From an optimization exercise on the open Yosys and OpenROAD flow, aimed at small area, a short achievable clock period and few clock cycles; shortcuts taken in it are not production practice. The RTL was checked by simulation tests, not by an equivalence proof against the original design. Power is estimated from default activity; no workload was simulated.

// nlm_sorter
module nlm_sorter (
    input  wire               clk,
    input  wire               rst,
    output wire               ready,
    input  wire               wr_en,
    input  wire [4:0]         wr_idx,
    input  wire [15:0]        wr_vcap,
    input  wire               wr_svc,
    input  wire               start,
    input  wire signed [23:0] v_arm,
    input  wire signed [15:0] i_p,
    input  wire [14:0]        i_dead,
    input  wire [15:0]        band,
    input  wire               full_bridge,
    output reg                done,
    output reg  [31:0]        mask,      
    output reg  [5:0]         n_out,
    output reg                neg,
    output reg                dir
);
For scale: about 1700 flip-flops, roughly 140 I/O pins, about 0.089 mm² of cells after synthesis.
Settings: LEC_CHECK=0, CAP_MARGIN=40, CORE_MARGIN=2, CORE_UTILIZATION=25, PLACE_DENSITY=0.35, SLEW_MARGIN=40; clock period 12.0 ns.
run.sh (not shown) runs the stock make flow with config.mk's settings and CLKGATE_MAP_FILE= SYNTH_SCRIPT=/design/flow/synth_recipe.tcl, a recipe that flattens the netlist after the stock synthesis.
The baseline produced a clean layout.
Testbench counts at the start, summed over its fixed seeds: cycles 12,984.
Change:
--- a/flow/design.v
+++ b/flow/design.v
@@ -50,77 +50,73 @@
     reg         pend;            
     reg  [23:0] is_varm;
     reg  [15:0] is_ip;
     reg  [14:0] is_dead;
     reg  [15:0] is_band;
     reg         is_fb;
     reg         busy;            
     reg  [4:0]  cc;              
-    reg  [15:0] tv [0:32];
-    reg  [32:0] tsvc;
-    reg  [5:0]  hd;              
-    reg         wb_v;            
-    reg  [4:0]  wb_idx;
-    reg  [15:0] wb_val;
-    reg         wb_s;
-    wire wmatch = wb_v && (hd == {1'b0, wb_idx});
-    wire go = pend && !busy && (hd == 6'd32);
-    assign ready = (!wb_v || wmatch) && (!pend || go);
+    wire go = pend && !busy;     
+    assign ready = !pend || !busy;
     wire wr_fire    = ready && wr_en;
     wire start_fire = ready && start && !wr_en;
+    reg  [15:0] tv [0:N-1];
+    reg  [N-1:0] tsvc;
+    reg         ir_wr;
+    reg  [4:0]  ir_idx;
+    reg  [15:0] ir_v;
+    reg         ir_s;
     reg         u_wr;
     reg  [15:0] u_old, u_new;
     reg         u_so, u_sn;
     reg  [20:0] s_sum;
     reg  [5:0]  m_cnt;
+    wire [15:0] t_old  = tv[ir_idx];
     wire [20:0] s_x  = s_sum ^ {5'd0, u_new} ^ {5'h1f, ~u_old};
     wire [20:0] s_c  = (s_sum & {5'd0, u_new}) | (s_sum & {5'h1f, ~u_old}) |
                        ({5'd0, u_new} & {5'h1f, ~u_old});
     wire [31:0] s_upd = addp({11'd0, s_x}, {10'd0, s_c, 1'b0}, 1'b1);
     wire [31:0] m_upd = addp({26'd0, m_cnt}, {26'd0, {5{u_so & !u_sn}}, u_so ^ u_sn}, 1'b0);
-    integer t;
+    wire        ts_old = tsvc[ir_idx];
     always @(posedge clk) begin
-        for (t = 0; t < 32; t = t + 1)
-            tv[t] <= tv[t+1];
-        tv[32] <= wmatch ? wb_val : tv[0];
-        if (wr_fire) begin
-            wb_idx <= wr_idx;
-            wb_val <= wr_vcap;
-            wb_s   <= wr_svc;
-        end
-        u_old  <= tsvc[0] ? tv[0] : 16'd0;
-        u_new  <= wb_s ? wb_val : 16'd0;
-        u_so   <= tsvc[0];
-        u_sn   <= wb_s;
+        ir_idx <= wr_idx;
+        ir_v   <= wr_vcap;
+        ir_s   <= wr_svc;
+        u_old  <= ts_old ? t_old : 16'd0;
+        u_new  <= ir_s ? ir_v : 16'd0;
+        u_so   <= ts_old;
+        u_sn   <= ir_s;
+        if (ir_wr)
+            tv[ir_idx] <= ir_v;
         if (rst) begin
-            hd    <= 6'd32;
-            wb_v  <= 1'b0;
+            ir_wr <= 1'b0;
             u_wr  <= 1'b0;
-            tsvc  <= 33'd0;
+            tsvc  <= {N{1'b0}};
             s_sum <= 21'd0;
             m_cnt <= 6'd0;
         end else begin
-            hd    <= (hd == 6'd32) ? 6'd0 : hd + 6'd1;
-            wb_v  <= wr_fire || (wb_v && !wmatch);
-            u_wr  <= wmatch;
-            tsvc  <= {wmatch ? wb_s : tsvc[0], tsvc[32:1]};
+            ir_wr <= wr_fire;
+            u_wr  <= ir_wr;
+            if (ir_wr)
+                tsvc[ir_idx] <= ir_s;
             if (u_wr) begin
                 s_sum <= s_upd[20:0];
                 m_cnt <= m_upd[5:0];
             end
         end
     end
     reg  [15:0] rv [0:N-1];
     reg  [N-1:0] rsvc;
+    integer t;
     always @(posedge clk) begin
         if (go) begin
             for (t = 0; t < N; t = t + 1)
-                rv[t] <= tv[t+1];
-            rsvc <= tsvc[32:1];
+                rv[t] <= tv[t];
+            rsvc <= tsvc;
         end
     end
     reg         pdir;
     reg  [23:0] a_abs;
     reg         r_neg, r_zero, r_d, chg;
     reg  [15:0] r_band;
     reg         r_dir;
     wire signed [16:0] ip_ext   = {is_ip[15], is_ip};
What happened: The new run finished with timing, DRC and antenna clean; wire length goes up by 30%; setup slack gains 0.13 ns; final area goes up by 10%; global-route usage goes up by 2.9 points; clock skew goes up by 0.015 ns; maximum frequency goes up by 1.3%; non-clock buffer count goes up by 97; hold slack gains 0.051 ns; total power goes down by 1.7%; die area goes up by 10%; via count goes up by 15%; utilization hardly moves; final cell count goes up by 7.2%; sequential power goes up by about 0.9%.
Testbench counts after the change, summed over its fixed seeds: cycles 12,984.

* * *

nlm_sorter, a different RTL version from the one above (not shown whole).
Size: roughly 1600 flip-flops, roughly 0.064 sq mm of cells after synthesis.
## nlm_sorter
module nlm_sorter (
    input  wire               clk,
    input  wire               rst,
    output wire               ready,
    input  wire               wr_en,
    input  wire [4:0]         wr_idx,
    input  wire [15:0]        wr_vcap,
    input  wire               wr_svc,
    input  wire               start,
    input  wire signed [23:0] v_arm,
    input  wire signed [15:0] i_p,
    input  wire [14:0]        i_dead,
    input  wire [15:0]        band,
    input  wire               full_bridge,
    output reg                done,
    output reg  [31:0]        mask,      
    output reg  [5:0]         n_out,
    output reg                neg,
    output reg                dir
);
Settings: LEC_CHECK=0, CAP_MARGIN=40, CORE_MARGIN=2, CORE_UTILIZATION=25, PLACE_DENSITY=0.35, SLEW_MARGIN=40; clock period 12.0 ns.
Testbench counts at the start, summed over its fixed seeds: cycles 12,928.
Change:
--- a/flow/design.v
+++ b/flow/design.v
@@ -44,12 +44,13 @@
     reg         is_gt;           
     reg         is_lt;           
     reg  [15:0] is_band;
     reg         is_fb;
     reg         busy;            
     reg  [4:0]  cc;              
+    reg  [8:1]  ph;              
     localparam [4:0] C_ADD0 = 5'd1,  C_ADDL = 5'd8,    
                      C_INIT = 5'd8,                    
                      C_SRC0 = 5'd9,  C_SRCL = 5'd30,   
                      C_END  = 5'd31;
     reg  [15:0] tv [0:32];
     reg  [32:0] tsvc;
@@ -126,13 +127,13 @@
     wire [31:0] ovf_t = addp({2'd0, rem}, {3'h7, ~dd, 1'b1}, 1'b1);     
     reg  [26:0] a_sh;            
     reg  [2:0]  m_sh;            
     wire [31:0] o0 = {4'd0, m_sh[0] ? a_sh : 27'd0, 1'b0};
     wire [31:0] o1 = {3'd0, m_sh[1] ? a_sh : 27'd0, 2'b0};
     wire [31:0] o2 = {2'd0, m_sh[2] ? a_sh : 27'd0, 3'b0};
-    wire [31:0] o3 = (cc == 5'd1) ? {11'd0, sreg} : {2'd0, rem};
+    wire [31:0] o3 = ph[1] ? {11'd0, sreg} : {2'd0, rem};
     wire [31:0] x1s = o0 ^ o1 ^ o2;
     wire [31:0] x1c = {((o0 & o1) | (o0 & o2) | (o1 & o2)), 1'b0};
     wire [31:0] x2s = x1s ^ x1c ^ o3;
     wire [31:0] x2c = {((x1s & x1c) | (x1s & o3) | (x1c & o3)), 1'b0};
     wire [31:0] num32 = addp(x2s, x2c, 1'b0);
     wire [5:0] nsel = (r_zero || sreg == 21'd0 || mreg == 6'd0) ? 6'd0 :
@@ -142,13 +143,13 @@
     reg  [N-1:0] cy_n;
     reg  [N-1:0] blp, ltvp, eqp, topp;
     reg          gp;
     wire [N-1:0] bl = gp ? blp : ltvp;
     wire [N-1:0] eq = eqp & (gp ? ~topp : topp);
     reg  [15:0] bsh;             
-    wire adding = busy && (cc >= C_ADD0) && (cc <= C_ADDL);
+    wire adding = |ph[8:1];
     wire xm     = !chg;                      
     reg  srch;                               
     wire last   = (cc == C_SRCL);
     wire [4:0] ixs;
     genvar gb;
     generate
@@ -171,13 +172,14 @@
             ua = rk[c][1:0] ^ {2{xm}};
             ub = mask[c] ? 2'b00 : bsh[1:0];
             c1 = (ua[0] & ub[0]) | (ua[0] & cy[c]) | (ub[0] & cy[c]);
             cy_n[c] = (ua[1] & ub[1]) | (ua[1] & c1) | (ub[1] & c1);
         end
     end
-    reg  [N-1:0] ltv;
+    reg  [N-1:0] g0r, g1r;
+    wire [N-1:0] ltv = gp ? g0r : g1r;
     wire [N-1:0] ltv_g0 = bl | (eq & ~rk_top & ~rk_nxt);
     wire [N-1:0] ltv_g1 = ltv | (eq & rk_top & ~rk_nxt);
     reg  [7:0] kreg;
     wire [7:0] s_cnt;
     nls_pop32k u_pop (.x(ltv), .k(kreg), .s(s_cnt));
     wire ge = s_cnt[7];
@@ -202,25 +204,26 @@
         if (go)
             bsh <= is_band;
         else
             bsh <= {2'b00, bsh[15:2]};
         if (go) begin
             eqp  <= tsvc[32:1];       
-        end else if (busy && cc == C_INIT) begin
+        end else if (ph[8]) begin
             blp  <= {N{1'b0}};
             gp   <= 1'b1;
             topp <= {N{1'b0}};
-            ltv  <= eqp & ~cy_n;      
+            g0r  <= eqp & ~cy_n;      
             srch <= 1'b1;
         end else if (srch) begin
             blp  <= bl;
             ltvp <= ltv;
             eqp  <= eq;
             topp <= rk_top;
             gp   <= ge;
-            ltv  <= ge ? ltv_g0 : ltv_g1;
+            g0r  <= ltv_g0;
+            g1r  <= ltv_g1;
             srch <= !last;
         end else begin
             blp  <= bl;
             eqp  <= eq;
             gp   <= 1'b1;
             topp <= {N{1'b0}};
@@ -229,12 +232,13 @@
             srch <= 1'b0;
     end
     always @(posedge clk) begin
         if (rst) begin
             ready_r <= 1'b1;
             go_r    <= 1'b0;
+            ph      <= 8'd0;
             pend  <= 1'b0;
             busy  <= 1'b0;
             cc    <= 5'd0;
             pdir  <= 1'b1;
             done  <= 1'b0;
             mask  <= {N{1'b0}};
@@ -252,12 +256,13 @@
                 is_lt   <= dpi[31];
                 is_band <= band;
                 is_fb   <= full_bridge;
             end else if (go) begin
                 pend <= 1'b0;
             end
+            ph <= {ph[7:1], go};
             if (go) begin
                 busy   <= 1'b1;
                 cc     <= 5'd1;
                 a_sh   <= {3'd0, is_varm[23] ? neg_v[23:0] : is_varm};
                 m_sh   <= m_cnt[2:0];
                 r_neg  <= new_neg;
@@ -267,34 +272,34 @@
                 mreg   <= m_cnt;
                 sreg   <= s_sum;
                 r_dir  <= (m_cnt == 6'd0) ? pdir : new_d;
                 pdir   <= (m_cnt == 6'd0) ? pdir : new_d;
             end else if (busy) begin
                 cc <= cc + 5'd1;
-                if (cc == 5'd1) begin
+                if (ph[1]) begin
                     rem  <= num32[29:0];
                     a_sh <= {a_sh[23:0], 3'd0};
                     m_sh <= mreg[5:3];
                 end
-                if (cc == 5'd2) begin
+                if (ph[2]) begin
                     rem <= num32[29:0];
                     dd  <= {2'b0, sreg, 5'd0};
                     q   <= 6'd0;
                 end
-                if (cc >= 5'd3 && cc <= 5'd7) begin
-                    if (cc == 5'd3)
+                if (|ph[7:3]) begin
+                    if (ph[3])
                         ovf <= !ovf_t[31];
                     if (!rem_t[31]) begin
                         rem <= rem_t[29:0];
                         q   <= {q[4:0], 1'b1};
                     end else begin
                         q   <= {q[4:0], 1'b0};
                     end
                     dd <= dd >> 1;
                 end
-                if (cc == C_INIT) begin
+                if (ph[8]) begin
                     n_r  <= nsel;
                     kreg <= 8'd128 - {2'b00, nsel};
                 end
                 if (cc == C_END) begin
                     busy  <= 1'b0;
                     cc    <= 5'd0;
Count of clock-buffer cells in the layout is higher by 12.
Non-clock buffer count is lower by 11.
Wire length is higher slightly.
Sequential power is higher by a few percent.
Power is higher by a few percent.
Worst setup slack improves by 0.72 ns.
Sequential cell count is higher by 40.
Utilization stays flat.
Critical path depth is lower by 2.
Final area is higher by a few percent.
Synthesized area is higher slightly.
Die area is higher slightly.
Worst hold slack improves by 0.015 ns.
Global-route usage is lower by 0.11 points.
Testbench counts after the change, summed over its fixed seeds: cycles 12,928.

==> what the ideal ports hide <==
How much do the figures lean on ideal ports? The routed layouts below were timed once more, with nothing changed but the port constraints. Step 1 (the two cells are an assumption about what drives the block):
set clk [get_ports {clk}]
set_driving_cell -lib_cell sky130_fd_sc_hd__clkbuf_16 $clk
set_driving_cell -lib_cell sky130_fd_sc_hd__buf_2 [delete_from_list [all_inputs] $clk]
Step 2 also shifts input and output timing later by t, the mid clock arrival at the registers, as if the neighbouring blocks saw the same clock. Slacks: no drivers / after step 1 / after step 2; pairs: no drivers / after step 1.
run	shift t [ns]	setup slack, ns	worst hold slack (ns)	clock arrival spread, ns	worst register clock-pin slew, ns
the first run of note 1	0.957	1.481 / 1.481 / 1.481	0.326 / 0.326 / 0.326	0.085 / 0.085	0.07 / 0.07
the second run of note 1	1.022	1.612 / 1.612 / 1.612	0.377 / 0.377 / 0.377	0.098 / 0.098	0.07 / 0.07
the first run of note 2	0.895	6.114 / 6.114 / 6.114	0.317 / 0.317 / 0.317	0.070 / 0.070	0.07 / 0.07
the second run of note 2	0.910	6.835 / 6.835 / 6.835	0.332 / 0.332 / 0.332	0.042 / 0.042	0.06 / 0.06
After both steps setup and hold are still met in every run listed.
